This design comes from an exercise in tuning for small area, a short achievable clock period and few clock cycles per item on the open sky130 flow, not from production work.
Power and IR drop assume default switching activity.

## fma32
module fma32 (
    input  wire        clk,
    input  wire        rst,         
    input  wire        in_valid,
    input  wire [31:0] a,
    input  wire [31:0] b,
    input  wire [31:0] c,
    input  wire        strict,      
    input  wire [1:0]  rnd,         
    output reg         out_valid,
    output wire [31:0] result,
    output wire [3:0]  flags        
);
==> flow/config.mk <==
export PLATFORM = sky130hd
export DESIGN_NAME = fma32
export DESIGN_NICKNAME = fma32
export VERILOG_FILES = /design/flow/design.v
export SDC_FILE = /design/flow/constraint.sdc
export NUM_CORES = 4
export LEC_CHECK = 0
export CAP_MARGIN = 20
export CORE_MARGIN = 2
export CORE_UTILIZATION = 40
export SLEW_MARGIN = 20
==> flow/constraint.sdc <==
create_clock -name core_clock -period 28.0 [get_ports {clk}]
set_input_delay 5.6000 -clock core_clock [delete_from_list [all_inputs] [get_ports {clk}]]
set_output_delay 5.6000 -clock core_clock [all_outputs]
set_load 0.01 [all_outputs]
standard.sh (not shown) runs the stock make flow with config.mk's settings and CLKGATE_MAP_FILE= SYNTH_SCRIPT=/design/flow/synth_recipe.tcl, a recipe that flattens the netlist after the stock synthesis.
==> flow/flow/run.sh <==
#!/bin/bash
set -e
export SETUP_SLACK_MARGIN=21
bash standard.sh > standard.log 2>&1
Change:
--- a/flow/design.v
+++ b/flow/design.v
@@ -56,13 +56,14 @@
     wire [23:0] mb = {~b_e0, fb & {23{~b_e0 | strict}}};
     wire [23:0] mc = {~c_e0, fc & {23{~c_e0 | strict}}};
     wire [7:0]  xa = {ea[7:1], ea[0] | a_e0};
     wire [7:0]  xb = {eb[7:1], eb[0] | b_e0};
     wire [7:0]  xc = {ec[7:1], ec[0] | c_e0};
     wire [9:0] xab  = {2'b0, xa} + {2'b0, xb};
-    wire signed [10:0] rs_raw = {3'b0, xa} + {3'b0, xb} + {3'b111, ~xc} + 11'd1949;
+    wire signed [10:0] rs_raw = {3'b0, ea} + {3'b0, eb} + {3'b111, ~ec}
+                              + {10'd0, a_e0} + {10'd0, b_e0} + {10'd0, ~c_e0} + 11'd1948;
     wire       clamp = rs_raw[10] | prod_zero;
     wire       big   = ~clamp & (rs_raw[9:0] > 10'd77);
     wire [6:0] rs    = clamp ? 7'd0 : rs_raw[6:0];
     wire signed [10:0] etop = clamp ? $signed({3'b0, xc}) + 11'sd1
                                     : $signed({1'b0, xab}) - 11'sd99;
     wire [76:0] cal = {mc, 53'd0} >> rs;
@@ -552,13 +553,12 @@
     wire p331 = y[23] & x[18];
     wire p332 = y[23] & x[19];
     wire p333 = y[23] & x[20];
     wire p334 = y[23] & x[21];
     wire p335 = y[23] & x[22];
     wire p336 = y[23] & x[23];
-    wire [27:0] cxu = cx[78:51] - 1'b1;
     wire s337;
     wire c338;
     assign {c338, s337} = neg0 + p1;
     wire s339;
     wire c340;
     assign {c340, s339} = p2 + c338;
@@ -1581,26 +1581,32 @@
     assign {c1026, s1025} = p312 + p336 + c1020;
     wire s1027;
     wire c1028;
     assign {c1028, s1027} = s1025 + c1022 + cx[50];
     wire s1029;
     wire c1030;
-    assign {c1030, s1029} = c1026 + c1028;
-    assign xr = {cxu[27], cxu[26], cxu[25], cxu[24], cxu[23], cxu[22], cxu[21], cxu[20], cxu[19], cxu[18], cxu[17], cxu[16], cxu[15], cxu[14], cxu[13], cxu[12], cxu[11], cxu[10], cxu[9], cxu[8], cxu[7], cxu[6], cxu[5], cxu[4], cxu[3], cxu[2], cxu[1], cxu[0], c1024, c1018, c1012, c1004, c996, c986, c976, c964, c952, c938, c924, c908, c892, c874, c856, c836, c816, c794, c772, c748, c724, s723, c672, c648, s647, c600, s599, c556, s555, c516, s515, c480, s479, c448, s447, c420, s419, c396, s395, c376, s375, s367, cx[8], cx[7], cx[6], cx[5], cx[4], cx[3], cx[2], cx[1], cx[0]};
+    assign {c1030, s1029} = c1026 + cx[51];
+    assign xr = {cx[78], cx[77], cx[76], cx[75], cx[74], cx[73], cx[72], cx[71], cx[70], cx[69], cx[68], cx[67], cx[66], cx[65], cx[64], cx[63], cx[62], cx[61], cx[60], cx[59], cx[58], cx[57], cx[56], cx[55], cx[54], cx[53], cx[52], c1028, c1024, c1018, c1012, c1004, c996, c986, c976, c964, c952, c938, c924, c908, c892, c874, c856, c836, c816, c794, c772, c748, c724, s723, c672, c648, s647, c600, s599, c556, s555, c516, s515, c480, s479, c448, s447, c420, s419, c396, s395, c376, s375, s367, cx[8], cx[7], cx[6], cx[5], cx[4], cx[3], cx[2], cx[1], cx[0]};
     assign yr = {c1030, s1029, s1027, s1023, s1017, s1011, s1003, s995, s985, s975, s963, s951, s937, s923, s907, s891, s873, s855, s835, s815, s793, s771, s747, 1'b0, s697, s671, 1'b0, s623, 1'b0, s577, 1'b0, s535, 1'b0, s497, 1'b0, s463, 1'b0, s433, 1'b0, s407, 1'b0, s385, 1'b0, 1'b0, s359, s353, s347, s343, s339, s337, 1'b0, 1'b0, 1'b0};
 endmodule
 module fma_cpa (
     input  wire [78:0] xr,
     input  wire [52:0] yr,
     input  wire        sub,
     output wire [77:0] mag,
     output wire        neg
 );
     wire [78:0] yf = {26'd0, yr};
-    wire [78:0] g0 = xr & yf;
-    wire [78:0] p0 = xr ^ yf;
+    wire [78:51] ua = ~xr[78:51];
+    wire [78:51] ub = {xr[77:51], 1'b0};
+    wire [78:51] us = ua ^ ub ^ yf[78:51];
+    wire [78:51] uc = {(ua[77:51] & ub[77:51]) | (ua[77:51] & yf[77:51]) | (ub[77:51] & yf[77:51]), 1'b0};
+    wire [78:0] xq = {us, xr[50:0]};
+    wire [78:0] yq = {uc, yf[50:0]};
+    wire [78:0] g0 = xq & yq;
+    wire [78:0] p0 = xq ^ yq;
     wire [78:0] gg, pp;
     wire G0_1 = g0[1] | (p0[1] & g0[0]);
     wire P0_1 = p0[1] & p0[0];
     wire G0_3 = g0[3] | (p0[3] & g0[2]);
     wire P0_3 = p0[3] & p0[2];
     wire G0_5 = g0[5] | (p0[5] & g0[4]);
Outcome: Power rose by 13%; design area came out lower by 2.5%; wire length decreases by 2.3%; first-iteration DRC count fell by 1.4%; clock skew is higher by 0.017 ns; non-clock buffer count goes down by 52; synthesized cell count came out lower by 4.0%; cell count decreases by 4.4%; die area decreases by 0.71%; clock power drops by 3.1%; clock-buffer cell count increases by 7; worst setup slack got worse by 0.067 ns.
No functional check of the RTL was part of any run of this note.

[re-timing with driven ports]
In the flow no input, the clock included, has a driving cell. The finished layouts below were timed again as built, in two steps.
Step 1 assumes that a clkbuf_16 drives the clock port and a buf_2 every other input.
Step 2 times the ports against the registers' clock, not the clock port: input delays grow and output delays shrink by t, the midpoint of the rising clock arrivals with the driver on.
a / b / c = no drivers / after step 1 / after step 2; a / b = the first two.
run	shift t [ns]	setup slack, ns	worst setup path at the end	latest minus earliest clock arrival (ns)
the first run	0.726	21.126 / 21.065 / 21.126	register to register	0.055 / 0.055
the second run	0.746	21.060 / 20.981 / 21.143	register to register	0.073 / 0.073
After both steps setup and hold are still met in every run listed.
